From an optimization exercise on the open Yosys and OpenROAD flow, aimed at small area, a short achievable clock period and few clock cycles; shortcuts taken in it are not production practice.
Only simulation tests tie the RTL to the original design; equivalence was not proved.

==> flow/design.v <==
module sp_profile (
    input  wire        clk,
    input  wire        rst,
    input  wire        in_valid,
    output wire        in_ready,
    input  wire        in_init,
    input  wire [15:0] in_target,
    input  wire [31:0] in_vmax,
    input  wire [31:0] in_amax,
    input  wire [31:0] in_jmax,
    output reg         out_valid,
    output wire [15:0] out_sp,
    output wire [32:0] out_v,
    output wire [32:0] out_a
);
    localparam [1:0] IDLE = 2'd0, S1 = 2'd1, MUL = 2'd2, SQ = 2'd3;
    reg  [1:0]  st;
    reg  signed [39:0] p;
    reg  signed [32:0] v;      
    reg  signed [32:0] a;      
    reg  signed [32:0] hi;
    reg  signed [33:0] vlo;    
    reg  signed [33:0] vhi;    
    reg  signed [15:0] tgt;
    reg  [31:0] vmax, amax, jmax;
    reg         init;
    reg  signed [40:0] r;      
    reg         cruise;        
    reg  [65:0] x;             
    reg  [34:0] rem;           
    reg  [32:0] root;          
    reg  [32:0] y;             
    reg  [6:0]  cnt;           
    assign out_v = v;
    assign out_a = a;
    function [33:0] cneg;
        input [33:0] w;
        input        n;
        integer i;
        reg c;
        begin
            c = n;
            for (i = 0; i < 34; i = i + 1) begin
                cneg[i] = (w[i] ^ n) ^ c;
                c       = (w[i] ^ n) & c;
            end
        end
    endfunction
    wire        rneg = r[40];
    wire signed [33:0] vmx  = {2'b00, vmax};
    wire signed [33:0] amx  = {2'b00, amax};
    wire signed [33:0] jmx  = {2'b00, jmax};
    wire signed [33:0] nvm  = cneg(vmx, 1'b1);
    wire signed [33:0] nam;
    sp_cneg u_nam (.w(amx), .n(1'b1), .y(nam));
    wire signed [40:0] t30  = {{10{tgt[15]}}, tgt, 15'd0};
    wire        on_tgt = (p == t30[39:0]);
    wire        fin1   = init || (vmax == 32'd0) || on_tgt;
    wire signed [40:0] r_in = t30 - {p[39], p};
    wire        rn_in  = r_in[40];
    wire signed [34:0] v_pv = v + vmx;
    wire signed [34:0] v_mv = vmx - v;
    wire signed [34:0] a_pa = a + amx;
    wire signed [34:0] a_ma = amx - a;
    wire signed [32:0] v_lim = v_mv[34] ? vmx[32:0] : v_pv[34] ? nvm[32:0] : v;
    wire signed [32:0] a_lim = a_ma[34] ? amx[32:0] : a_pa[34] ? nam[32:0] : a;
    wire        clip   = v_mv[34] || v_pv[34] || a_ma[34] || a_pa[34];
    wire signed [34:0] aj_lo = a - jmx;
    wire signed [34:0] aj_hi = a + jmx;
    wire signed [34:0] lo_ck = aj_lo + amx;
    wire signed [34:0] hi_ck = amx - aj_hi;
    wire signed [33:0] lo_t  = lo_ck[34] ? nam : aj_lo[33:0];
    wire signed [33:0] hi_t  = hi_ck[34] ? amx : aj_hi[33:0];
    wire signed [33:0] vlo_t = v + lo_t;
    wire signed [33:0] vhi_t = v + hi_t;
    wire [33:0] vn_in;
    sp_cneg u_vn (.w({v[32], v}), .n(rn_in), .y(vn_in));
    wire [33:0] lo_in, hi_in, vlo_in, vhi_in;
    sp_cneg u_lo  (.w(rn_in ? hi_t : lo_t), .n(rn_in), .y(lo_in));
    sp_cneg u_hi  (.w(rn_in ? lo_t : hi_t), .n(rn_in), .y(hi_in));
    sp_cneg u_vlo (.w(rn_in ? vhi_t : vlo_t), .n(rn_in), .y(vlo_in));
    sp_cneg u_vhi (.w(rn_in ? vlo_t : vhi_t), .n(rn_in), .y(vhi_in));
    wire [8:0]  lda, ldv, ldr;
    sp_lead u_la (.w({9'd0, amax}), .lead(lda));
    sp_lead u_lv (.w({9'd0, vmax}), .lead(ldv));
    sp_lead u_lr (.w(r_in ^ {41{rn_in}}), .lead(ldr));    
    wire [5:0]  la = lda[8:3];
    wire [5:0]  lv = ldv[8:3];
    wire [5:0]  lr = ldr[8:3];
    wire signed [7:0] e = $signed({2'b00, la}) + $signed({2'b00, lr}) - $signed({1'b0, lv, 1'b0});
    wire [5:0]  mar  = lda[2:0] * ldr[2:0];
    wire [3:0]  mv1  = {1'b0, ldv[2:0]} + 4'd1;
    wire [6:0]  mv2  = mv1 * mv1;
    wire        sure = (amax != 32'd0) &&
                       ((e >= 8'sd1) || (e == 8'sd0 && {mar, 1'b0} >= mv2) ||
                        (e == -8'sd1 && {1'b0, mar} >= mv2));
    wire [5:0]  lap1 = la + 6'd1;
    wire [6:0]  lsum = {1'b0, la} + {1'b0, lr} + 7'd3;
    wire [36:0] amx_ext = {4'd0, amax, 1'b0};
    wire [4:0]  win     = amx_ext[{cnt[3:0], 2'b00} +: 5];
    wire [65:0] r66     = {{25{r[40]}}, r};
    function [66:0] bterm;    
        input [2:0]  t;
        input [65:0] rr;
        input        neg_r;
        input        sh3;
        reg          b_neg, b_two, b_zero;
        reg [65:0]   mag;
        begin
            b_neg  = (t[2] && !(t[1] && t[0])) ^ neg_r;
            b_two  = (t == 3'b011) || (t == 3'b100);
            b_zero = (t == 3'b000) || (t == 3'b111);
            mag    = b_zero ? 66'd0 : (sh3 ? (b_two ? {rr[61:0], 4'd0} : {rr[62:0], 3'd0})
                                           : (b_two ? {rr[63:0], 2'd0} : {rr[64:0], 1'd0}));
            bterm  = {b_neg && !b_zero, (b_neg && !b_zero) ? ~mag : mag};
        end
    endfunction
    wire [66:0] bt1   = bterm(win[4:2], r66, rneg, 1'b1);
    wire [66:0] bt0   = bterm(win[2:0], r66, rneg, 1'b0);
    wire [65:0] csa_a = {x[61:0], 3'b000, bt1[66]};
    wire [65:0] csa_s = csa_a ^ bt1[65:0] ^ bt0[65:0];
    wire [65:0] csa_c = (csa_a & bt1[65:0]) | (csa_a & bt0[65:0]) | (bt1[65:0] & bt0[65:0]);
    wire [65:0] x_mul = csa_s + {csa_c[64:0], bt0[66]};
    wire [1:0]  pair   = x[{cnt[5:0], 1'b0} +: 2];
    wire [36:0] rem_sh = {rem, pair};
    wire [36:0] diff   = rem_sh - {2'b00, root, 2'b01};
    wire        fits   = !diff[36];
    wire [32:0] ybit   = cnt[6] ? 33'd0 : (33'd1 << cnt[5:0]);    
    wire [32:0] msk;                                                
    genvar gi;
    generate
        for (gi = 0; gi < 33; gi = gi + 1) begin : g_msk
            assign msk[gi] = !cnt[6] && (cnt[5:0] >= gi);
        end
    endgenerate
    wire signed [33:0] vm34  = {2'd0, vmax};
    wire signed [33:0] yl34  = {1'd0, y};
    wire signed [33:0] yh34  = {1'd0, y | msk};
    wire        mvm    = cruise || (y >= {1'b0, vmax});
    wire        vm_le  = vm34 <= vlo;
    wire        vm_ge  = vm34 >= vhi;
    wire        low    = vm_le || (!mvm && (yh34 <= vlo));
    wire        high   = mvm ? vm_ge : (yl34 >= vhi);
    wire        known  = cnt[6] || mvm || low || high;
    wire [31:0] m      = mvm ? vmax : y[31:0];
    wire signed [33:0] dv    = $signed({2'd0, m}) - v;
    wire signed [33:0] vlo_c = (vlo > vm34) ? vm34 : vlo;
    wire signed [34:0] vhi_p = vhi + vm34;
    wire signed [33:0] vhi_c = vhi_p[34] ? nvm : vhi;
    wire signed [32:0] a_new = high ? hi : low ? a : dv[32:0];
    wire signed [32:0] v_new = high ? vhi_c[32:0] : low ? vlo_c[32:0] : {1'b0, m};
    wire [41:0] r_sel = rneg ? {r[40], r} : ~{r[40], r};
    wire [42:0] ld    = {{9{v_new[32]}}, v_new, 1'b1} + {r_sel, ~rneg};
    wire        land  = !ld[42];
    wire [33:0] v_out, a_out;
    sp_cneg u_vout (.w({v_new[32], v_new}), .n(rneg), .y(v_out));
    sp_cneg u_aout (.w({a_new[32], a_new}), .n(rneg), .y(a_out));
    wire [42:0] ps    = {{2{p[39]}}, p, 1'b1} + {{9{v_new[32] ^ rneg}}, v_new ^ {33{rneg}}, rneg};
    wire signed [41:0] psum  = ps[42:1];    
    wire signed [39:0] p_add = (psum > 42'sh007fffffffff) ? 40'sh7fffffffff :
                               (psum < -42'sh008000000000) ? 40'sh8000000000 : psum[39:0];
    wire [25:0] p_q   = p[39:14] + 26'd1;
    wire signed [25:0] p_qs = {p_q[25], p_q[25:1]};
    assign out_sp = (!p[39] && p_q[25]) ? 16'h7fff :
                    (p_qs > 26'sd32767) ? 16'h7fff : (p_qs < -26'sd32768) ? 16'h8000 : p_qs[15:0];
    wire last = (st == IDLE) || (st == S1 && fin1) || (st == SQ && known);
    assign in_ready = last;
    wire take = in_valid && last;
    always @(posedge clk) begin
        if (take) begin
            tgt  <= in_target;
            vmax <= in_vmax;
            amax <= in_amax;
            jmax <= in_jmax;
            init <= in_init;
        end
    end
    always @(posedge clk) begin
        if (rst) begin
            st        <= IDLE;
            p         <= 40'sd0;
            v         <= 33'sd0;
            a         <= 33'sd0;
            out_valid <= 1'b0;
        end else begin
            out_valid <= 1'b0;
            case (st)
                IDLE: if (take) st <= S1;
                S1: if (fin1) begin
                    p         <= t30[39:0];
                    v         <= 33'sd0;
                    a         <= 33'sd0;
                    out_valid <= 1'b1;
                    st        <= take ? S1 : IDLE;
                end else if (clip) begin
                    v <= v_lim;
                    a <= a_lim;
                end else begin
                    v      <= vn_in[32:0];
                    a      <= lo_in[32:0];
                    hi     <= hi_in[32:0];
                    vlo    <= vlo_in;
                    vhi    <= vhi_in;
                    r      <= r_in;
                    cruise <= sure;
                    x      <= 66'd0;
                    cnt    <= {3'b000, lap1[5:2]};
                    y      <= 33'd0;
                    st     <= sure ? SQ : MUL;
                end
                MUL: begin
                    x   <= x_mul;
                    cnt <= cnt - 7'd1;
                    if (cnt == 7'd0) begin
                        cnt  <= {1'b0, lsum[6:1]};
                        rem  <= 35'd0;
                        root <= 33'd0;
                        st   <= SQ;
                    end
                end
                SQ: if (known) begin
                    out_valid <= 1'b1;
                    if (land) begin
                        p <= t30[39:0];
                        v <= 33'sd0;
                        a <= 33'sd0;
                    end else begin
                        p <= p_add;
                        v <= v_out[32:0];
                        a <= a_out[32:0];
                    end
                    st <= take ? S1 : IDLE;
                end else begin
                    rem  <= fits ? diff[34:0] : rem_sh[34:0];
                    root <= {root[31:0], fits};
                    y    <= fits ? (y | ybit) : y;
                    cnt  <= cnt - 7'd1;
                end
                default: st <= IDLE;
            endcase
        end
    end
endmodule
module sp_lead (
    input  wire [40:0] w,
    output wire [8:0]  lead
);
    wire [41:0] above;     
    wire [40:0] oh;        
    assign above[41] = 1'b0;
    genvar i, b;
    generate
        for (i = 40; i >= 0; i = i - 1) begin : g_oh
            assign above[i] = above[i + 1] | w[i];
            assign oh[i]    = w[i] & !above[i + 1];
        end
        for (b = 0; b < 6; b = b + 1) begin : g_idx
            wire [40:0] sel;
            for (i = 0; i < 41; i = i + 1) begin : g_sel
                assign sel[i] = ((i >> b) & 1) ? oh[i] : 1'b0;
            end
            assign lead[3 + b] = |sel;
        end
    endgenerate
    assign lead[2] = |w;
    assign lead[1] = |(oh[40:1] & w[39:0]);
    assign lead[0] = |(oh[40:2] & w[38:0]);
endmodule
module sp_cneg (
    input  wire [33:0] w,
    input  wire        n,
    output wire [33:0] y
);
    wire [33:0] pre [0:6];    
    assign pre[0] = w;
    genvar k, i;
    generate
        for (k = 0; k < 6; k = k + 1) begin : g_lvl
            for (i = 0; i < 34; i = i + 1) begin : g_bit
                if (i >= (1 << k))
                    assign pre[k + 1][i] = pre[k][i] | pre[k][i - (1 << k)];
                else
                    assign pre[k + 1][i] = pre[k][i];
            end
        end
    endgenerate
    assign y = w ^ ({pre[6][32:0], 1'b0} & {34{n}});
endmodule
==> flow/run.sh <==
#!/bin/bash
# synth_recipe.tcl (not shown) runs the flow's synth.tcl, then flattens the netlist and writes it again
# the make line also repeats each setting of config.mk as NAME=value (left out here)
make -C /OpenROAD-flow-scripts/flow DESIGN_CONFIG=/design/flow/config.mk WORK_HOME=/design/flow/orfs CLKGATE_MAP_FILE= SYNTH_SCRIPT=/design/flow/synth_recipe.tcl finish
==> flow/config.mk <==
export PLATFORM = sky130hd
export DESIGN_NAME = sp_profile
export DESIGN_NICKNAME = sp_profile
export VERILOG_FILES = /design/flow/design.v
export SDC_FILE = /design/flow/constraint.sdc
export NUM_CORES = 4
export LEC_CHECK = 0
export ABC_AREA = 1
export CAP_MARGIN = 20
export CORE_MARGIN = 2
export CORE_UTILIZATION = 40
export SLEW_MARGIN = 20
==> flow/constraint.sdc <==
create_clock -name core_clock -period 40.0 [get_ports {clk}]
set_input_delay 8.0000 -clock core_clock [delete_from_list [all_inputs] [get_ports {clk}]]
set_output_delay 8.0000 -clock core_clock [all_outputs]
set_load 0.01 [all_outputs]
==> reports/qor.yml, run 1 <==
drt-pass1-iter-count: 6
ctsHoldBuffers: 0
root_buffer: "clkbuf_16"
cp_common_cell: "nand2_1"
critical_path_required_ns: 32.00
placed_area_um2: 71200
cts.path.max_buffers: 3
setup_tns_ns: 0
htreeDepth: 3
cts_buffers: 77
synth-edff-count: 429
grt_pass1_vias: 63900
synth-seq-cells: 538
vias_per_cell: 5.77
gp_congestion: 1.01
dp.cells: 11700
drive_gt1_share_pct: 4.52
cpLargestDelayFamily: "compound AO/OA/AOI/OAI gates"
final_common_cell: "nand2_1"
syn_area_per_cell_um2: 7.05
die_area_um2: 170000
synthAdderAreaFrac_pct: 17.7
cp_data_arrival_time_ns: 5.98
grt_max_degree: 144
preCtsSetupSlack_ns: 26.81
clock_skew_ns: 0.0515
fin_cells: 11800
wl_per_cell_um: 25.2
rsz0062_at_grt: "false"
slowest_stage: "o21ai_0"
first_iter_violations: 7270
synth_warnings: 2
async_reset_ff_share_pct: 0
synth_top_family_by_area: "simple AND/OR/NAND/NOR gates"
crit_fanout: 40
start_util_pct: 40.3
path_cells: "buf_4, inv_2, ha_1, inv_1, o21ai_0, o211ai_1, ha_1, nand2_1, nor2_1, a211oi_1, nor2_1, o21ai_0, o2111ai_1, nand2_1, nand3_1, o21ai_0, nand2_1, nand3_2, nor3_1, nor2_1, nor2_2, nand2_1, clkdlybuf4s50_1"
io_buffers: 199
hold_slack_ns: 0.506
yosys.area_share.simple_pct: 21.8
startpoint_type: "flop"
slew_viol_final: 0
final_cell_mix: "nand2_1 (1781), inv_1 (1205), a21oi_1 (887)"
overflow: 0
worst_pin_slew_ns: 1.26
critPathKind: "reg2out"
route.detailed.drc: 0
synth_cells: 9447
outcome: "complete, no violations"
die_h_um: 412
fin_crit_sh_pct: 34.9
core_area_um2: 165000
row_count: 149
postCtsSetupBuffers: 0
max_freq_mhz: 71.5
synth_nets: 10500
die_w_um: 412
clk_latency_ns: 0.74
antenna_left: 0
synthFlopType: "edfxtp_1"
fin_crit_ns: 13.98
synth.distinct_cells: 83
fin_util_pct: 44.7
hp-class: "reg2reg"
dp_hpwl_mm: 244
critical_path_buf_inv_count: 4
netlist_area_um2: 66600
synthMuxAreaShare_pct: 0.0150
ys_seq_area_share_pct: 22.6
setup_slack_ns: 26.02
synth_xor_area_share_pct: 8.38
grt_first_pass_wirelength_mm: 428
finalHoldViolCount: 0
drt_wl_total_mm: 297
synth-compound-area-share_pct: 20.6
reg2reg_slack_ns: 28.08
nNetsFinal: 10600
cts.sinks: 538
cts_tree: "built"
cap_viol_max_count: 0
setup_viol: 0
crit_path_end_kind: "output port"
io_pins: 200
finalInstanceArea_um2: 73900
vias: 68100
critical_path.max_stage_delay_ns: 0.69
antenna_found_initial: 16
syn2layout_area_growth_pct: 10.9
fill_cells: 17200
slew_headroom_pct: 15.3
postCtsResizedCells: 0
grt_usage_pct: 34.2
clk_pin_slew_worst_paths_ns: 0.06
==> synth_stat cells (all sizes together), types with 3 or more instances <==
| cell type | count | area share [%] |
|---|---|---|
| a41oi | 5 | 0.066 |
| o2111ai | 28 | 0.37 |
| or4 | 4 | 0.045 |
| a221oi | 67 | 0.89 |
| o221ai | 14 | 0.18 |
| nor2 | 926 | 5.4 |
| or2 | 19 | 0.18 |
| a31oi | 51 | 0.48 |
| inv | 1239 | 7.0 |
| nor3 | 142 | 1.1 |
| a211oi | 99 | 1.1 |
| dfxtp | 109 | 3.3 |
| a221o | 4 | 0.060 |
| nor4 | 59 | 0.57 |
| fa | 73 | 2.2 |
| o311ai | 11 | 0.14 |
| a22oi | 7 | 0.079 |
| o21ai | 896 | 6.8 |
| nand4 | 143 | 1.5 |
| clkinv | 10 | 0.060 |
| and2 | 3 | 0.028 |
| a21o | 20 | 0.23 |
| o31ai | 24 | 0.27 |
| o41ai | 7 | 0.10 |
| a21boi | 19 | 0.24 |
| nand2 | 1802 | 10 |
| nand3 | 320 | 2.5 |
| clkbuf | 211 | 1.2 |
| o21a | 28 | 0.32 |
| a2111oi | 9 | 0.12 |
| ha | 828 | 16 |
| xor2 | 455 | 6.0 |
| a21oi | 894 | 6.8 |
| o21bai | 45 | 0.51 |
| o22ai | 26 | 0.24 |
| o211ai | 122 | 1.4 |
| nand3b | 15 | 0.17 |
| buf | 84 | 0.64 |
| edfxtp | 429 | 19 |
| nor3b | 4 | 0.045 |
| xnor2 | 177 | 2.3 |
==> area by class of cell <==
class	instances	area, um2	area share (%)
Sequential cell	538	15100	20.4
Inverter	1249	4690	6.35
Multi-Input combinational cell	7365	45900	62.1
Tap cell	2189	2740	3.71
Clock buffer	97	2170	2.94
Antenna cell	3	7.51	0.0102
Clock inverter	46	459	0.622
Timing Repair Buffer	315	2880	3.90
==> cells by family after synthesis <==
family	Yosys count
compound gates	2390
xor+xnor	632
fa+ha+maj	901
buf+inv	1544
flops	538
mux	1
other cells	1
simple gates	3440
==> per-layer routing <==
layer	share of wire [%]	wire length, um	vias to the layer above	track usage (%)
li1	-	-	32400	-
met1	45	133000	32300	48.5
met2	42	124000	2965	51.0
met3	9.0	26800	430	6.39
met4	4.4	13200	4	13.2
met5	0.0084	25	-	0
==> path summary, 6_finish.rpt <==
path              endpoint     from  cells past startpoint
hold reg to reg       p[1]     p[1]                      2
hold / removal        p[1]     p[1]                      2
setup / recovery  in_ready   cnt[0]                     23
setup reg to reg     p[38]  vmax[0]                     49
==> worst min-delay path: stages (launching register included) <==
cell	delay, ns
dfxtp_1	0.33
nand2_1	0.07
a21oi_1	0.06
==> sequential cells by signal, summed over array words and instances, names as in the netlist, named ones only <==
name and count:
init 1, vhi 34, p 40, out_valid 1, amax 32, st 1, root 33, cruise 1
vlo 34, vmax 32, a 33, hi 33, cnt 7, x 65, r 41, v 33
y 33, rem 35, jmax 32, tgt 16
Testbench counts, summed over its fixed seeds: cycles 173,887.
==> run 2, diff against run 1 <==
--- a/flow/design.v
+++ b/flow/design.v
@@ -33,2 +33,3 @@
     reg  [6:0]  cnt;           
+    reg         ymax_r, ylow_r, yhigh_r, known_r;
     assign out_v = v;
@@ -128,18 +129,23 @@
     wire [32:0] ybit   = cnt[6] ? 33'd0 : (33'd1 << cnt[5:0]);    
-    wire [32:0] msk;                                                
     genvar gi;
-    generate
-        for (gi = 0; gi < 33; gi = gi + 1) begin : g_msk
-            assign msk[gi] = !cnt[6] && (cnt[5:0] >= gi);
-        end
-    endgenerate
     wire signed [33:0] vm34  = {2'd0, vmax};
-    wire signed [33:0] yl34  = {1'd0, y};
-    wire signed [33:0] yh34  = {1'd0, y | msk};
-    wire        mvm    = cruise || (y >= {1'b0, vmax});
     wire        vm_le  = vm34 <= vlo;
     wire        vm_ge  = vm34 >= vhi;
-    wire        low    = vm_le || (!mvm && (yh34 <= vlo));
-    wire        high   = mvm ? vm_ge : (yl34 >= vhi);
-    wire        known  = cnt[6] || mvm || low || high;
+    wire        mvm    = cruise || ymax_r;
+    wire        low    = vm_le || (!mvm && ylow_r);
+    wire        high   = mvm ? vm_ge : yhigh_r;
+    wire        known  = cruise || known_r;
+    wire        sq_go  = (st == SQ);
+    wire [32:0] y_nx   = (sq_go && fits) ? (y | ybit) : y;
+    wire [6:0]  cnt_nx = sq_go ? cnt - 7'd1 : {1'b0, lsum[6:1]};
+    wire [32:0] msk_nx;     
+    generate
+        for (gi = 0; gi < 33; gi = gi + 1) begin : g_msk_nx
+            assign msk_nx[gi] = !cnt_nx[6] && (cnt_nx[5:0] >= gi);
+        end
+    endgenerate
+    wire        ymax_nx  = y_nx >= {1'b0, vmax};
+    wire        ylow_nx  = $signed({1'd0, y_nx | msk_nx}) <= vlo;
+    wire        yhigh_nx = $signed({1'd0, y_nx}) >= vhi;
+    wire        known_nx = cnt_nx[6] || ymax_nx || vm_le || ylow_nx || yhigh_nx;
     wire [31:0] m      = mvm ? vmax : y[31:0];
@@ -161,3 +167,4 @@
                                (psum < -42'sh008000000000) ? 40'sh8000000000 : psum[39:0];
-    wire [25:0] p_q   = p[39:14] + 26'd1;
+    wire [25:0] p_q;
+    sp_inc u_pq (.w(p[39:14]), .y(p_q));
     wire signed [25:0] p_qs = {p_q[25], p_q[25:1]};
@@ -214,3 +221,7 @@
                     if (cnt == 7'd0) begin
-                        cnt  <= {1'b0, lsum[6:1]};
+                        cnt     <= cnt_nx;
+                        ymax_r  <= ymax_nx;
+                        ylow_r  <= ylow_nx;
+                        yhigh_r <= yhigh_nx;
+                        known_r <= known_nx;
                         rem  <= 35'd0;
@@ -235,4 +246,8 @@
                     root <= {root[31:0], fits};
-                    y    <= fits ? (y | ybit) : y;
-                    cnt  <= cnt - 7'd1;
+                    y       <= y_nx;
+                    cnt     <= cnt_nx;
+                    ymax_r  <= ymax_nx;
+                    ylow_r  <= ylow_nx;
+                    yhigh_r <= yhigh_nx;
+                    known_r <= known_nx;
                 end
@@ -288 +303,20 @@
 endmodule
+module sp_inc (
+    input  wire [25:0] w,
+    output wire [25:0] y
+);
+    wire [25:0] pre [0:5];    
+    assign pre[0] = w;
+    genvar k, i;
+    generate
+        for (k = 0; k < 5; k = k + 1) begin : g_lvl
+            for (i = 0; i < 26; i = i + 1) begin : g_bit
+                if (i >= (1 << k))
+                    assign pre[k + 1][i] = pre[k][i] & pre[k][i - (1 << k)];
+                else
+                    assign pre[k + 1][i] = pre[k][i];
+            end
+        end
+    endgenerate
+    assign y = w ^ {pre[5][24:0], 1'b1};
+endmodule
==> run 2 against run 1 <==
Against the previous run:
- clock skew is 0.0034 ns lower
- highest routed layer unchanged
- non-clock buffer count is 8 lower
- area after synthesis is 2.0% higher
- largest cell class unchanged
- sequential cell count is 4 higher
- die area is 2.0% higher
- critical path type unchanged
- via count is 2.8% higher
- worst setup slack better by 0.26 ns
- still clean
- global-route usage is 1.7 points higher
- register-to-register slack worse by 0.04 ns
==> reports/qor.yml, run 2 <==
outcome: "complete, no violations"
synth.most_common_cell: "nand2_1"
syn_area_per_cell_um2: 7.06  # +0.13%
final_common_cell: "nand2_1"
drt_wl_total_mm: 321  # +7.9%
final_cell_mix: "nand2_1 (1860), inv_1 (1236), a21oi_1 (892)"
setup_viol: 0  # unchanged
fin_crit_sh_pct: 34.3  # -0.65 points
io_buffers: 199  # unchanged
seqCellArea_um2: 15200  # +0.80%
cts_buffers: 77  # unchanged
critical_path_required_ns: 32.00  # about the same
hp-start: "p[19]"
fin_cells: 12000  # +1.4%
async_reset_ff_share_pct: 0  # unchanged
critPathKind: "reg2out"
reg2reg_to: "p[22]"
yosysTopAreaCell: "edfxtp_1"
wl_per_cell_um: 26.8  # +6.4%
rsz0062_at_grt: "false"
synth_warnings: 3  # +1
synth_top_cell_area_share_pct: 19.1  # -0.20 points
cts.sinks: 542  # +0.74%
clk_pin_slew_worst_paths_ns: 0.06  # about the same
r2r_cells: 50  # +2.0%
io_pins: 200  # unchanged
worst_pin_slew_ns: 1.18  # -0.0827 ns
cap_viol_max_count: 0  # unchanged
wl_met3_mm: 26.3  # -2.0%
netlist_area_um2: 67900  # +2.0%
die_area_um2: 173000  # +2.0%
clock_skew_ns: 0.0481  # -0.00338 ns
drive_gt1_share_pct: 5.06  # +0.54 points
crit_fanout: 9  # -78%
vias: 70000  # +2.8%
grt_max_degree: 142  # -1.4%
overflow: 0  # unchanged
die_h_um: 416  # +0.97%
grt_pass1_vias: 65800  # +3.0%
synth.area.top_cells: "edfxtp_1 (19%), ha_1 (15%), nand2_1 (10%), inv_1 (6.9%), a21oi_1 (6.6%)"
met1_length_mm: 135  # +1.0%
gp_congestion: 1.07  # +5.6%
cp_data_arrival_time_ns: 5.72  # -0.26 ns
largest_register_ffs: 65  # unchanged
holdPathEnd: "p[19]"
met2_length_mm: 139  # +12%
die_w_um: 416  # +0.97%
multiInputGateArea_um2: 46600  # +1.7%
synth_common_cells: "nand2_1 (1861), inv_1 (1241), a21oi_1 (892), nor2_1 (844), ha_1 (833)"
ys_seq_area_share_pct: 22.4  # -0.26 points
reg.largest.list: "x x65, r x41, p x40"
finalHoldViolCount: 0  # unchanged
maxUsedRoutingLayer: "met5"
grt_usage_pct: 35.9  # +1.7 points
root_buffer: "clkbuf_16"
nNetsFinal: 10700  # +1.3%
fin_crit_ns: 13.72  # -0.259 ns
cpLargestDelayFamily: "simple AND/OR/NAND/NOR gates"
postCtsSetupBuffers: 0  # unchanged
dp.cells: 11800  # +1.4%
critical_path.max_stage_delay_ns: 0.61  # -0.08 ns
drt-pass1-iter-count: 9  # +3
synth-seq-cells: 542  # +0.74%
antenna_left: 0  # unchanged
cp_common_cell: "nor2_1"
top_register: "x"
slew_headroom_pct: 20.5  # +5.2 points
synth_nets: 10600  # +1.7%
slowest_stage: "clkdlybuf4s50_1"
crit_path_end_kind: "output port"
fill_cells: 17400  # +1.2%
cts.path.max_buffers: 3  # unchanged
r2r-start: "vmax[0]"
cts_tree: "built"
first_iter_violations: 7920  # +8.9%
max_freq_mhz: 72.9  # +1.9%
startpoint_type: "flop"
hp-class: "reg2reg"
hold_depth: 2  # unchanged
ctsHoldBuffers: 0  # unchanged
start_util_pct: 40.2  # -0.16 points
reg2reg_slack_ns: 28.04  # -0.04 ns
synth.distinct_cells: 85  # +2.4%
core_area_um2: 169000  # +2.4%
synth-edff-count: 433  # +0.93%
htreeDepth: 3  # unchanged
row_count: 151  # +1.3%
route.detailed.drc: 0  # unchanged
slew_viol_final: 0  # unchanged
synthFlopType: "edfxtp_1"
synth_cells: 9620  # +1.8%
vias_per_cell: 5.85  # +1.3%
antenna_found_initial: 22  # +6
dp_hpwl_mm: 261  # +7.0%
syn2layout_area_growth_pct: 10.4
clk_latency_ns: 0.74  # about the same
postCtsResizedCells: 0  # unchanged
path_cells: "nor2_1, inv_1, nor3_1, inv_2, nor2_2, nand3_1, nor2_1, inv_2, nor3_1, nand3_1, nor2_1, nand2_1, inv_2, nand3_2, nor4_1, nor3b_1, nor2_1, nor2_1, nand2_1, clkdlybuf4s50_1"
grt_first_pass_wirelength_mm: 457  # +6.7%
critical_path_buf_inv_count: 5  # +1
setup_tns_ns: 0  # unchanged
[run 2: cell count changes in the layout (fill, tap and decap cells not counted), sizes merged, moves of 42 or more]
cell / delta
nand2: +93
o21ai: -100
xor2: -49
inv: +45
xnor2: +42
a211oi: -52
o211ai: +115
[run 2: worst max path at each step]
| stage | slack (ns) | start | end | cells after the start |
|---|---|---|---|---|
| finish | 26.28 | vmax[31] | in_ready | 20 |
| CTS | 26.26 | p[14] | out_sp[9] | 17 |
| floorplan | 21.15 | rst | cruise | 3 |
| detailed placement | 27.04 | p[14] | out_sp[3] | 17 |
| global route | 25.92 | vmax[31] | in_ready | 20 |
| global placement | 27.08 | p[14] | out_sp[8] | 19 |
[run 2: logic make-up (layout without fill, tap and decap cells)]
family / after synthesis / count (layout) / synth area share (%)
AO/OA/AOI/OAI: 2350 / 2350 / 20.1
XOR/XNOR: 625 / 625 / 8.10
adder cells (fa/ha/maj): 906 / 906 / 17.5
buffers and inverters: 1618 / 1745 / 9.28
flip-flops: 542 / 542 / 22.4
multiplexers: 22 / 22 / 0.326
other: 1 / 7 / 0.00552
AND/OR/NAND/NOR: 3556 / 3556 / 22.4
[run 2: layer usage]
metal,GRT usage (%),vias up
met5,0,-
met4,20.4,24
met3,6.37,682
met2,55.5,3082
met1,47.0,33300
li1,-,32900
[run 2: area by class of cell]
cell class / count / share of cell area [%]
Tap cell: 2218 / 3.70
Antenna cell: 6 / 0.0200
Clock buffer: 103 / 2.85
Inverter: 1294 / 6.49
Multi-Input combinational cell: 7460 / 62.2
Clock inverter: 41 / 0.739
Sequential cell: 542 / 20.3
Timing Repair Buffer: 307 / 3.75
[run 2: worst register-to-register path, delay by kind of cell, from the launching register on]
family | cells | cell delay [ns]
xor gates and xnor gates | 2 | 1.49
adders and majority gates | 32 | 6.46
and+or+nand+nor | 3 | 0.85
DFF | 1 | 0.59
AOI/OAI and AO/OA | 9 | 1.52
buffers and inverters | 4 | 0.97
[run 2: stage by stage]
step	utilization [%]	cell area [um2]	setup WS [ns]	hold WS, ns
detailed placement	42.7	72300	27.04	0.486
floorplan	-	67900	21.15	0.463
CTS	44.3	74900	26.26	0.495
global route	44.3	75000	25.92	0.529
global placement	42.7	72300	27.08	0.473
finish	44.3	75000	26.28	0.500
Testbench counts of run 2, summed over its fixed seeds: cycles 173,887.
==> run 3, diff against run 2 <==
--- a/flow/design.v
+++ b/flow/design.v
@@ -11,3 +11,3 @@
     output reg         out_valid,
-    output wire [15:0] out_sp,
+    output reg  [15:0] out_sp,
     output wire [32:0] out_v,
@@ -36,15 +36,2 @@
     assign out_a = a;
-    function [33:0] cneg;
-        input [33:0] w;
-        input        n;
-        integer i;
-        reg c;
-        begin
-            c = n;
-            for (i = 0; i < 34; i = i + 1) begin
-                cneg[i] = (w[i] ^ n) ^ c;
-                c       = (w[i] ^ n) & c;
-            end
-        end
-    endfunction
     wire        rneg = r[40];
@@ -53,3 +40,4 @@
     wire signed [33:0] jmx  = {2'b00, jmax};
-    wire signed [33:0] nvm  = cneg(vmx, 1'b1);
+    wire signed [33:0] nvm;
+    sp_cneg u_nvm (.w(vmx), .n(1'b1), .y(nvm));
     wire signed [33:0] nam;
@@ -167,7 +155,8 @@
                                (psum < -42'sh008000000000) ? 40'sh8000000000 : psum[39:0];
-    wire [25:0] p_q;
-    sp_inc u_pq (.w(p[39:14]), .y(p_q));
-    wire signed [25:0] p_qs = {p_q[25], p_q[25:1]};
-    assign out_sp = (!p[39] && p_q[25]) ? 16'h7fff :
-                    (p_qs > 26'sd32767) ? 16'h7fff : (p_qs < -26'sd32768) ? 16'h8000 : p_qs[15:0];
+    wire [27:0] q_in  = {psum[41], psum[41:15]};
+    wire [27:0] q_inc;
+    sp_inc #(.W(28)) u_q (.w(q_in), .y(q_inc));
+    wire [27:0] q     = psum[14] ? q_inc : q_in;
+    wire [15:0] sp_q  = ($signed(q) > 28'sd32767) ? 16'h7fff :
+                        ($signed(q) < -28'sd32768) ? 16'h8000 : q[15:0];
     wire last = (st == IDLE) || (st == S1 && fin1) || (st == SQ && known);
@@ -191,2 +180,3 @@
             out_valid <= 1'b0;
+            out_sp    <= 16'd0;
         end else begin
@@ -199,2 +189,3 @@
                     a         <= 33'sd0;
+                    out_sp    <= tgt;
                     out_valid <= 1'b1;
@@ -234,7 +225,9 @@
                     if (land) begin
-                        p <= t30[39:0];
-                        v <= 33'sd0;
-                        a <= 33'sd0;
+                        p      <= t30[39:0];
+                        v      <= 33'sd0;
+                        a      <= 33'sd0;
+                        out_sp <= tgt;
                     end else begin
-                        p <= p_add;
+                        p      <= p_add;
+                        out_sp <= sp_q;
                         v <= v_out[32:0];
@@ -303,7 +296,7 @@
 endmodule
-module sp_inc (
-    input  wire [25:0] w,
-    output wire [25:0] y
+module sp_inc #(parameter W = 28) (
+    input  wire [W-1:0] w,
+    output wire [W-1:0] y
 );
-    wire [25:0] pre [0:5];    
+    wire [W-1:0] pre [0:5];    
     assign pre[0] = w;
@@ -312,3 +305,3 @@
         for (k = 0; k < 5; k = k + 1) begin : g_lvl
-            for (i = 0; i < 26; i = i + 1) begin : g_bit
+            for (i = 0; i < W; i = i + 1) begin : g_bit
                 if (i >= (1 << k))
@@ -320,3 +313,3 @@
     endgenerate
-    assign y = w ^ {pre[5][24:0], 1'b1};
+    assign y = w ^ {pre[5][W-2:0], 1'b1};
 endmodule
--- a/flow/config.mk
+++ b/flow/config.mk
@@ -10,3 +10,3 @@
 export CORE_MARGIN = 2
-export CORE_UTILIZATION = 40
+export CORE_UTILIZATION = 60
 export SLEW_MARGIN = 20
==> run 3 against run 2 <==
Against the previous run:
- still clean on timing, DRC and antenna
- final cell count decreased by 2.3%
- maximum frequency increased by 8.9%
- synthesized cell count increased by 5.1%
- die area decreased by 31%
- non-clock buffer count decreased by 28
- largest cell class unchanged
==> reports/qor.yml, run 3 <==
path_cells: "nor2_1, nand2_1, nor2_1, inv_1, nor2_1, nand2_1, nor3_1, inv_1, nor2_1, inv_1, nor2_1, nand2_1, nor2_1, nor2_1, nand2_1, inv_1, nor2_1, nor2_1, nand2_1, clkdlybuf4s50_1"
outcome: "complete, no violations"
hp-class: "reg2reg"
io_pins: 200  # unchanged
worst_pin_slew_ns: 1.36  # +0.182 ns
cts_buffers: 73  # -5.2%
synth_warnings: 3  # unchanged
cap_viol_max_count: 0  # unchanged
final_common_cell: "nand2_1"
grt_max_degree: 110  # -23%
drt-pass1-iter-count: 9  # unchanged
cp_data_arrival_time_ns: 4.59  # -1.13 ns
cpLargestDelayFamily: "simple AND/OR/NAND/NOR gates"
synth_common_cells: "nand2_1 (1974), inv_1 (1355), nor2_1 (986), a21oi_1 (930), ha_1 (803)"
crit_fanout: 8  # -1
fin_cells: 11700  # -2.3%
hold_slack_ns: 0.470  # -0.0299 ns
rsz0062_at_grt: "false"
hold_depth: 2  # unchanged
drt_wl_total_mm: 288  # -10%
synth.most_common_cell: "nand2_1"
cts.sinks: 558  # +3.0%
ys_seq_area_share_pct: 22.2  # -0.12 points
row_count: 125  # -17%
top_register: "x"
route.detailed.drc: 0  # unchanged
die_h_um: 345  # -17%
critical_path.max_stage_delay_ns: 0.57  # -0.04 ns
vias: 75100  # +7.3%
synth_cells: 10100  # +5.1%
path_depth: 20  # unchanged
grt_usage_pct: 46.7  # +11 points
wl_per_cell_um: 24.6  # -8.4%
synth-seq-cells: 558  # +3.0%
die_area_um2: 119000  # -31%
dp_hpwl_mm: 226  # -13%
cts.path.max_buffers: 3  # unchanged
clock_skew_ns: 0.0543  # +0.00621 ns
grt_pass1_vias: 69400  # +5.5%
critPathKind: "reg2out"
synth_top_cell_area_share_pct: 18.6  # -0.49 points
critical_path_buf_inv_count: 5  # unchanged
postCtsResizedCells: 0  # unchanged
slew_viol_final: 0  # unchanged
dp.cells: 11600  # -2.2%
yosysTopAreaCell: "edfxtp_1"
root_buffer: "clkbuf_16"
clk_latency_ns: 0.72  # -0.02 ns
fin_crit_sh_pct: 31.5  # -2.8 points
startpoint_type: "flop"
grt_first_pass_wirelength_mm: 421  # -7.9%
cp_common_cell: "nor2_1"
start_util_pct: 60.2  # +20 points
fill_cells: 9839  # -43%
finalHoldViolCount: 0  # unchanged
syn_area_per_cell_um2: 6.90  # -2.3%
r2r_cells: 66  # +32%
netlist_area_um2: 69700  # +2.6%
critical_path_required_ns: 32.00  # about the same
slew_headroom_pct: 9.13  # -11 points
ctsHoldBuffers: 0  # unchanged
postCtsSetupBuffers: 0  # unchanged
synth_nets: 11100  # +4.3%
core_area_um2: 116000  # -32%
setup_tns_ns: 0  # unchanged
cts_tree: "built"
synth.area.top_cells: "edfxtp_1 (19%), ha_1 (14%), nand2_1 (11%), inv_1 (7.3%), a21oi_1 (6.7%)"
first_iter_violations: 11200  # +41%
overflow: 0  # unchanged
die_w_um: 345  # -17%
antenna_left: 0  # unchanged
clk_pin_slew_worst_paths_ns: 0.06  # about the same
gp_congestion: 1.10  # +2.9%
reg.largest.list: "x x65, r x41, p x40"
drive_gt1_share_pct: 4.20  # -0.86 points
syn2layout_area_growth_pct: 8.12
max_freq_mhz: 79.4  # +8.9%
nNetsFinal: 11100  # +3.7%
synth-edff-count: 433  # unchanged
antenna_found_initial: 8  # -64%
synthFlopType: "edfxtp_1"
largest_register_ffs: 65  # unchanged
crit_path_end_kind: "output port"
final_cell_mix: "nand2_1 (1969), inv_1 (1351), nor2_1 (979)"
fin_crit_ns: 12.59  # -1.12 ns
htreeDepth: 3  # unchanged
fin_util_pct: 65.1  # +21 points
setup_viol: 0  # unchanged
async_reset_ff_share_pct: 0  # unchanged
vias_per_cell: 6.42  # +9.8%
slowest_stage: "clkdlybuf4s50_1"
io_buffers: 199  # unchanged
synth.distinct_cells: 86  # +1.2%
run 3: cell types whose count changed after synthesis, moves of 38 or more:
cell / before / now
inv_1: 1241 / 1355
a21oi_1: 892 / 930
a31oi_1: 40 / 127
clkbuf_1: 189 / 242
nand2_1: 1861 / 1974
nand3_1: 328 / 388
xor2_1: 402 / 462
nor2_1: 844 / 986
run 3: per-layer routing:
| metal | up-vias | GRT usage, % | wire (um) | part of all wire, % |
|---|---|---|---|---|
| li1 | 34100 | - | - | - |
| met1 | 34500 | 60.7 | 109000 | 38 |
| met2 | 5437 | 68.4 | 117000 | 41 |
| met3 | 1050 | 13.1 | 39800 | 14 |
| met4 | 8 | 28.5 | 21100 | 7.4 |
| met5 | - | 0 | 45 | 0.016 |
run 3: area by class of cell:
| type | count | area, um2 | share of cell area [%] |
|---|---|---|---|
| sequential | 558 | 15500 | 20.6 |
| tap | 1524 | 1910 | 2.53 |
| antenna | 4 | 10.0 | 0.0133 |
| inverter | 1403 | 5270 | 7.00 |
| clock inverter | 41 | 507 | 0.672 |
| multi-input combinational | 7795 | 47600 | 63.1 |
| clock buffer | 94 | 2000 | 2.65 |
| timing repair buffer | 279 | 2610 | 3.46 |
run 3: stage by stage:
| stage | setup slack, ns | instance area [um2] |
|---|---|---|
| 2_1_floorplan | 21.18 | 69700 |
| 4_1_cts | 27.47 | 75300 |
| 3_3_place_gp | 28.30 | 72800 |
| 6_report | 27.41 | 75400 |
| 5_1_grt | 26.96 | 75400 |
| 3_5_place_dp | 28.22 | 72800 |
run 3: worst reg2reg max path, delay by kind of cell (launching register included):
kind | cells | cell delay (ns)
AOI/OAI and AO/OA | 22 | 4.94
adders and majority gates | 4 | 1.77
xor gates and xnor gates | 3 | 0.46
DFF | 1 | 0.60
and+or+nand+nor | 28 | 2.94
buffers and inverters | 9 | 1.37
run 3: cells by family (layout without fill, tap and decap cells):
| logic type | count (synthesis) | in the layout | share of synthesized area (%) |
|---|---|---|---|
| AO/OA/AOI/OAI | 2429 | 2429 | 20.0 |
| multiplexers | 1 | 1 | 0.0144 |
| buffers and inverters | 1755 | 1817 | 9.77 |
| flip-flops | 558 | 558 | 22.2 |
| other | 1 | 5 | 0.00538 |
| adder cells (fa/ha/maj) | 876 | 876 | 16.5 |
| XOR/XNOR | 645 | 645 | 8.11 |
| AND/OR/NAND/NOR | 3843 | 3843 | 23.4 |
run 3: path summary, 6_finish.rpt:
kind / from / slack (ns) / to
worst max-delay path: vmax[31] / 27.41 / in_ready
worst min-delay path: out_sp[2] / 0.47 / out_sp[2]
worst max register to register: a[3] / 27.61 / vlo[33]
worst min register to register: out_sp[2] / 0.47 / out_sp[2]
Testbench counts of run 3, summed over its fixed seeds: cycles 173,887.
==> run 4, diff against run 3 <==
--- a/flow/config.mk
+++ b/flow/config.mk
@@ -10,3 +10,3 @@
 export CORE_MARGIN = 2
-export CORE_UTILIZATION = 60
+export CORE_UTILIZATION = 40
 export SLEW_MARGIN = 20
==> run 4 against run 3 <==
Against the previous run:
- still clean
- via count shrank 4.6%
- hold slack lost 0.0042 ns
- utilization shrank 21 points
- sequential cell count is the same
- synthesized cell count is the same
- highest routed layer unchanged
==> reports/qor.yml, run 4 <==
synth.distinct_cells: 86  # unchanged
route.detailed.drc: 0  # unchanged
synth_warnings: 3  # unchanged
synth_common_cells: "nand2_1 (1974), inv_1 (1355), nor2_1 (986), a21oi_1 (930), ha_1 (803)"
critPathKind: "reg2out"
slew_viol_final: 0  # unchanged
synth_top_family_by_area: "simple AND/OR/NAND/NOR gates"
final_cell_mix: "nand2_1 (1969), inv_1 (1350), nor2_1 (980)"
dp.cells: 12400  # +7.1%
finalHoldViolCount: 0  # unchanged
yosys.area_share.simple_pct: 23.4  # unchanged
reg.largest.list: "x x65, r x41, p x40"
clk_latency_ns: 0.76  # +0.04 ns
cp_data_arrival_time_ns: 4.64  # +0.05 ns
cts_buffers: 79  # +8.2%
io_buffers: 199  # unchanged
met2_length_mm: 123  # +4.9%
async_reset_ff_share_pct: 0  # unchanged
wl_met3_mm: 25.3  # -36%
critical_path_required_ns: 32.00  # about the same
rsz0062_at_grt: "false"
fin_crit_sh_pct: 31.6  # +0.11 points
crit_fanout: 12  # +4
top_register: "x"
max_freq_mhz: 79.1  # -0.35%
grt_pass1_vias: 66500  # -4.2%
crit_path_end_kind: "output port"
clock_skew_ns: 0.0520  # -0.00237 ns
syn_area_per_cell_um2: 6.90  # unchanged
hp-class: "reg2reg"
grt_usage_pct: 32.9  # -14 points
start_util_pct: 40.2  # -20 points
gp_congestion: 1.06  # -3.1%
die_w_um: 422  # +22%
slew_headroom_pct: 12.1  # +2.9 points
synth-compound-area-share_pct: 20.0  # unchanged
grt_first_pass_wirelength_mm: 439  # +4.3%
core_area_um2: 173000  # +50%
ctsHoldBuffers: 0  # unchanged
antenna_left: 0  # unchanged
setup_viol: 0  # unchanged
drt-pass1-iter-count: 7  # -2
row_count: 153  # +22%
root_buffer: "clkbuf_16"
vias_per_cell: 5.72  # -11%
maxUsedRoutingLayer: "met5"
synthAdderAreaFrac_pct: 16.5  # unchanged
synthFlopType: "edfxtp_1"
worst_pin_slew_ns: 1.31  # -0.0542 ns
met1_length_mm: 136  # +25%
synth_top_cell_area_share_pct: 18.6  # unchanged
drive_gt1_share_pct: 4.45  # +0.25 points
syn2layout_area_growth_pct: 10.1
htreeDepth: 3  # unchanged
synth_xor_area_share_pct: 8.11  # unchanged
synth-seq-cells: 558  # unchanged
hold_slack_ns: 0.466  # -0.00425 ns
antenna_found_initial: 5  # -3
outcome: "complete, no violations"
vias: 71700  # -4.6%
synthMuxAreaShare_pct: 0.0144  # unchanged
synth.area.top_cells: "edfxtp_1 (19%), ha_1 (14%), nand2_1 (11%), inv_1 (7.3%), a21oi_1 (6.7%)"
overflow: 0  # unchanged
die_area_um2: 178000  # +49%
setup_tns_ns: 0  # unchanged
dp_hpwl_mm: 247  # +9.2%
postCtsSetupBuffers: 0  # unchanged
ys_seq_area_share_pct: 22.2  # unchanged
synth-edff-count: 433  # unchanged
die_h_um: 422  # +22%
postCtsResizedCells: 0  # unchanged
nNetsFinal: 11100  # +0.25%
synth.most_common_cell: "nand2_1"
fill_cells: 18100  # +84%
cts.path.max_buffers: 3  # unchanged
final_common_cell: "nand2_1"
wl_per_cell_um: 24.1  # -1.8%
startpoint_type: "flop"
netlist_area_um2: 69700  # unchanged
first_iter_violations: 7970  # -29%
largest_register_ffs: 65  # unchanged
io_pins: 200  # unchanged
cts_tree: "built"
cap_viol_max_count: 0  # unchanged
yosysTopAreaCell: "edfxtp_1"
synth_cells: 10100  # unchanged
fin_cells: 12500  # +7.1%
cts.sinks: 558  # unchanged
drt_wl_total_mm: 303  # +5.2%
synth_nets: 11100  # unchanged
grt_max_degree: 125  # +14%
clk_pin_slew_worst_paths_ns: 0.07  # about the same
fin_crit_ns: 12.64  # +0.0445 ns
[run 4: worst max-delay path: stages, from the launching register on]
cell and delay (ns):
edfxtp_1 0.60, inv_1 0.33, nand4_1 0.16, nor2_1 0.20
nand2_1 0.12, nor3_1 0.16, inv_1 0.10, nor2_1 0.10
inv_1 0.08, nor2_1 0.13, nand2_1 0.26, nor2_1 0.31
nor2_1 0.08, nand2_1 0.16, inv_1 0.08, nor2_1 0.12
nor2_1 0.07, nand2_1 0.22, clkdlybuf4s50_1 0.59
[run 4: metal layers]
metal / up-vias / track usage, %
met5: - / 0
li1: 34200 / -
met3: 522 / 5.17
met4: 2 / 16.4
met2: 3199 / 48.0
met1: 33700 / 46.8
[run 4: logic make-up after synthesis]
group / Yosys count
AND/OR/NAND/NOR: 3843
AO/OA/AOI/OAI: 2429
buffers and inverters: 1755
adder cells (fa/ha/maj): 876
XOR/XNOR: 645
flip-flops: 558
other: 1
multiplexers: 1
[run 4: cell type report]
| cell class | count | area (um2) | share of cell area [%] |
|---|---|---|---|
| repair buffers | 301 | 2780 | 3.62 |
| multi-input cells | 7795 | 47600 | 62.0 |
| clock buffers | 102 | 2190 | 2.85 |
| clock inverters | 44 | 534 | 0.696 |
| flip-flops and latches | 558 | 15500 | 20.2 |
| well taps | 2325 | 2910 | 3.79 |
| diodes | 4 | 10.0 | 0.0130 |
| inverters | 1403 | 5280 | 6.87 |
[run 4: final timing paths]
kind,startpoint,to,slack [ns],depth (start not counted)
max,vmax[24],in_ready,27.36,18
min reg2reg,out_sp[13],out_sp[13],0.47,2
min,out_sp[13],out_sp[13],0.47,2
max reg2reg,tgt[15],known_r,28.51,62
[run 4: through the flow]
stage | utilization [%] | worst slack (ns) | cell area (um2)
after floorplan | - | 21.18 | 69700
after global placement | 42.7 | 28.07 | 74000
after detailed placement | 42.7 | 28.16 | 74000
after CTS | 44.3 | 27.34 | 76700
after global routing | 44.3 | 27.06 | 76800
final | 44.3 | 27.36 | 76800
==> run 5, diff against run 4 <==
--- a/flow/design.v
+++ b/flow/design.v
@@ -29,2 +29,4 @@
     reg  [65:0] x;             
+    reg         mfin;          
+    reg  [5:0]  k0;            
     reg  [34:0] rem;           
@@ -88,4 +90,7 @@
     wire [36:0] amx_ext = {4'd0, amax, 1'b0};
-    wire [4:0]  win     = amx_ext[{cnt[3:0], 2'b00} +: 5];
-    wire [65:0] r66     = {{25{r[40]}}, r};
+    wire        in_s1   = (st == S1);
+    wire [3:0]  dig     = in_s1 ? lap1[5:2] : cnt[3:0];
+    wire [4:0]  win     = amx_ext[{dig, 2'b00} +: 5];
+    wire [40:0] r_m     = in_s1 ? r_in : r;
+    wire [65:0] r66     = {{25{r_m[40]}}, r_m};
     function [66:0] bterm;    
@@ -106,5 +111,5 @@
     endfunction
-    wire [66:0] bt1   = bterm(win[4:2], r66, rneg, 1'b1);
-    wire [66:0] bt0   = bterm(win[2:0], r66, rneg, 1'b0);
-    wire [65:0] csa_a = {x[61:0], 3'b000, bt1[66]};
+    wire [66:0] bt1   = bterm(win[4:2], r66, r_m[40], 1'b1);
+    wire [66:0] bt0   = bterm(win[2:0], r66, r_m[40], 1'b0);
+    wire [65:0] csa_a = {in_s1 ? 62'd0 : x[61:0], 3'b000, bt1[66]};
     wire [65:0] csa_s = csa_a ^ bt1[65:0] ^ bt0[65:0];
@@ -127,3 +132,3 @@
     wire [32:0] y_nx   = (sq_go && fits) ? (y | ybit) : y;
-    wire [6:0]  cnt_nx = sq_go ? cnt - 7'd1 : {1'b0, lsum[6:1]};
+    wire [6:0]  cnt_nx = sq_go ? cnt - 7'd1 : {1'b0, k0};
     wire [32:0] msk_nx;     
@@ -203,4 +208,6 @@
                     cruise <= sure;
-                    x      <= 66'd0;
-                    cnt    <= {3'b000, lap1[5:2]};
+                    x      <= x_mul;
+                    mfin   <= (lap1[5:2] == 4'd0);
+                    k0     <= lsum[6:1];
+                    cnt    <= {3'b000, lap1[5:2]} - 7'd1;
                     y      <= 33'd0;
@@ -209,5 +216,6 @@
                 MUL: begin
-                    x   <= x_mul;
+                    if (!mfin)
+                        x <= x_mul;
                     cnt <= cnt - 7'd1;
-                    if (cnt == 7'd0) begin
+                    if (mfin || cnt == 7'd0) begin
                         cnt     <= cnt_nx;
==> run 5 against run 4 <==
Against the previous run:
- still clean on timing, DRC and antenna
- maximum frequency decreased by 11%
- final cell count is 2.9% higher
- die area increased by 2.6%
- register-to-register slack lost 0.19 ns
- utilization shrank 0.13 points
- non-clock buffer count up 9
- critical path depth increased by 6
- wire length fell by 0.19%
==> reports/qor.yml, run 5 <==
root_buffer: "clkbuf_16"
r2r-start: "a[2]"
reg.largest.list: "x x65, r x41, p x40"
fin_crit_ns: 14.13  # +1.49 ns
setup_viol: 0  # unchanged
final_common_cell: "nand2_1"
synth_top_cell_area_share_pct: 18.5  # -0.18 points
drive_gt1_share_pct: 4.97  # +0.52 points
synth_cells: 10400  # +3.2%
synth_warnings: 3  # unchanged
syn2layout_area_growth_pct: 9.78
hp-class: "reg2reg"
synth-seq-cells: 565  # +1.3%
yosysTopAreaCell: "edfxtp_1"
die_area_um2: 182000  # +2.6%
fin_crit_sh_pct: 35.3  # +3.7 points
first_iter_violations: 7274  # -8.7%
rsz0062_at_grt: "false"
critPathKind: "reg2out"
syn_area_per_cell_um2: 6.86  # -0.56%
slew_viol_final: 0  # unchanged
startpoint_type: "flop"
critical_path_required_ns: 32.00  # about the same
synth.area.top_cells: "edfxtp_1 (18%), ha_1 (14%), nand2_1 (11%), inv_1 (7.1%), xor2_1 (6.5%)"
crit_path_end_kind: "output port"
finalHoldViolCount: 0  # unchanged
clock_skew_ns: 0.0314  # -0.0206 ns
wl_per_cell_um: 23.4  # -3.0%
row_count: 155  # +1.3%
final_cell_mix: "nand2_1 (2164), inv_1 (1358), nor2_1 (1023)"
grt_max_degree: 118  # -5.6%
synth-edff-count: 440  # +1.6%
slowest_stage: "clkdlybuf4s50_1"
grt_usage_pct: 32.1  # -0.78 points
postCtsResizedCells: 0  # unchanged
ys_seq_area_share_pct: 22.0  # -0.28 points
dp.cells: 12700  # +2.9%
r2r_cells: 64  # +3.2%
cp_common_cell: "nor2_1"
cp-endpoint: "in_ready"
dp_hpwl_mm: 248  # +0.30%
synth_nets: 11400  # +2.9%
netlist_area_um2: 71600  # +2.6%
antenna_found_initial: 4  # -1
path_cells: "nor2_1, nand2_1, nor2_1, inv_1, nor2_1, inv_1, nor2_1, inv_1, nor2_1, inv_1, nor2_1, nand3_1, nor2_1, inv_1, nor2_1, inv_1, nor2_2, a211oi_1, inv_1, nor2_1, inv_1, nand2_2, nand2_1, clkdlybuf4s50_1"
grt_pass1_vias: 68600  # +3.3%
gp_congestion: 1.05  # -1.4%
core_area_um2: 178000  # +2.6%
reg2reg_slack_ns: 28.32  # -0.19 ns
synth.distinct_cells: 93  # +8.1%
io_pins: 200  # unchanged
route.detailed.drc: 0  # unchanged
critical_path.max_stage_delay_ns: 0.77  # +0.17 ns
reg2reg_to: "vhi[33]"
cap_viol_max_count: 0  # unchanged
die_h_um: 427  # +1.3%
clk_latency_ns: 0.73  # -0.03 ns
worst_pin_slew_ns: 1.31  # +0.00263 ns
io_buffers: 199  # unchanged
path_depth: 24  # +6
ctsHoldBuffers: 0  # unchanged
slew_headroom_pct: 12.6  # +0.50 points
fin_util_pct: 44.1  # -0.13 points
clk_pin_slew_worst_paths_ns: 0.06  # about the same
synth_common_cells: "nand2_1 (2168), inv_1 (1363), nor2_1 (1031), a21oi_1 (845), ha_1 (800)"
placed_area_um2: 75900  # +2.5%
critPathLaunch: "vmax[31]"
setup_tns_ns: 0  # unchanged
postCtsSetupBuffers: 0  # unchanged
fill_cells: 18800  # +3.5%
top_register: "x"
max_freq_mhz: 70.8  # -11%
synthFlopType: "edfxtp_1"
critical_path_buf_inv_count: 9  # +4
drt_wl_total_mm: 302  # -0.19%
nNetsFinal: 11500  # +3.0%
hp-start: "out_sp[12]"
cp_data_arrival_time_ns: 6.13  # +1.49 ns
start_util_pct: 40.2  # about the same
cts.sinks: 565  # +1.3%
cpLargestDelayFamily: "simple AND/OR/NAND/NOR gates"
fin_cells: 12900  # +2.9%
antenna_left: 0  # unchanged
drt-pass1-iter-count: 9  # +2
synth.most_common_cell: "nand2_1"
vias_per_cell: 5.65  # -1.2%
async_reset_ff_share_pct: 0  # unchanged
vias: 72800  # +1.6%
die_w_um: 427  # +1.3%
finalInstanceArea_um2: 78600  # +2.3%
outcome: "complete, no violations"
grt_first_pass_wirelength_mm: 440  # +0.23%
cts_tree: "built"
largest_register_ffs: 65  # unchanged
crit_fanout: 18  # +6
htreeDepth: 3  # unchanged
cts_buffers: 79  # unchanged
cts.path.max_buffers: 3  # unchanged
overflow: 0  # unchanged
==> run 5: cell types whose count changed in the layout (fill, tap and decap cells not counted), moves of 15 or more <==
cell | before | now
xnor2_1 | 182 | 161
o211ai_1 | 212 | 158
o21ai_0 | 744 | 709
mux2i_1 | 1 | 18
a21oi_1 | 929 | 844
a31oi_1 | 127 | 92
nor3_1 | 133 | 169
xor2_1 | 461 | 530
nor2_1 | 980 | 1023
nand3_1 | 387 | 503
inv_2 | 40 | 55
nand2_1 | 1969 | 2164
a211oi_1 | 36 | 56
==> run 5: cell type report <==
| type | instances | area (um2) | share of cell area, % |
|---|---|---|---|
| Antenna cell | 4 | 10.0 | 0.0127 |
| Tap cell | 2355 | 2950 | 3.75 |
| Sequential cell | 565 | 15700 | 20.0 |
| Clock inverter | 44 | 447 | 0.569 |
| Multi-Input combinational cell | 8085 | 49100 | 62.4 |
| Inverter | 1429 | 5370 | 6.84 |
| Clock buffer | 101 | 2190 | 2.79 |
| Timing Repair Buffer | 310 | 2820 | 3.59 |
==> run 5: logic make-up (layout without fill, tap and decap cells) <==
kind of cell | after synthesis | in the layout | share of synthesized area, %
AO/OA/AOI/OAI | 2242 | 2242 | 18.0
adder cells (fa/ha/maj) | 873 | 873 | 16.0
multiplexers | 19 | 19 | 0.268
buffers and inverters | 1782 | 1884 | 9.69
other | 1 | 5 | 0.00524
AND/OR/NAND/NOR | 4258 | 4258 | 25.5
flip-flops | 565 | 565 | 22.0
XOR/XNOR | 692 | 692 | 8.48
==> run 5: how the worst min path moves through the flow <==
stage                 end  slack, ns  cells past startpoint
2_1_floorplan       p[15]       0.46                      2
3_3_place_gp   out_sp[10]       0.46                      2
3_5_place_dp   out_sp[12]       0.47                      2
4_1_cts        out_sp[12]       0.47                      2
5_1_grt        out_sp[11]       0.49                      2
6_report       out_sp[12]       0.47                      2
==> run 5: metrics by stage <==
step / hold slack (ns) / worst slack, ns
after global placement: 0.463 / 26.78
after floorplan: 0.463 / 20.61
final: 0.472 / 25.87
after CTS: 0.474 / 25.93
after detailed placement: 0.467 / 26.73
after global routing: 0.487 / 25.45
==> run 5: tightest hold or removal path, stage by stage, from the launching register on <==
cell     delay [ns]
dfxtp_1        0.31
nand2_1        0.06
a21oi_1        0.06
==> run 5: layer usage <==
metal | vias to the layer above | GRT usage [%] | part of all wire, %
li1 | 35100 | - | -
met2 | 2835 | 52.5 | 45
met1 | 34300 | 40.4 | 41
met4 | 2 | 17.8 | 6.4
met5 | - | 0 | 0.0063
met3 | 645 | 5.13 | 6.9
Testbench counts of run 5, summed over its fixed seeds: cycles 167,857.

-- what the ideal ports hide --
How much do the figures lean on ideal ports? The routed layouts below were timed once more, with nothing changed but the port constraints.
Step 1, drivers: a clkbuf_16 drives clk and a buf_2 each remaining input, both assumed.
Step 2 times the ports against the registers' clock, not the clock port: input delays grow and output delays shrink by t, the midpoint of the rising clock arrivals with the driver on.
Three values: no drivers, after step 1, after step 2; two values: the first two.
run	t, ns	setup WS [ns]	worst setup path after step 2	worst data-port slew with drivers (ns)
run 1	0.802	26.023 / 25.932 / 26.734	register to output	0.07
run 2	0.808	26.281 / 26.192 / 27.000	register to output	0.15
run 3	0.772	27.405 / 27.325 / 27.609	register to register	0.05
run 4	0.823	27.361 / 27.272 / 28.095	register to output	0.05
run 5	0.794	25.870 / 25.790 / 26.583	register to output	0.09
After both steps setup and hold are still met in every run listed.
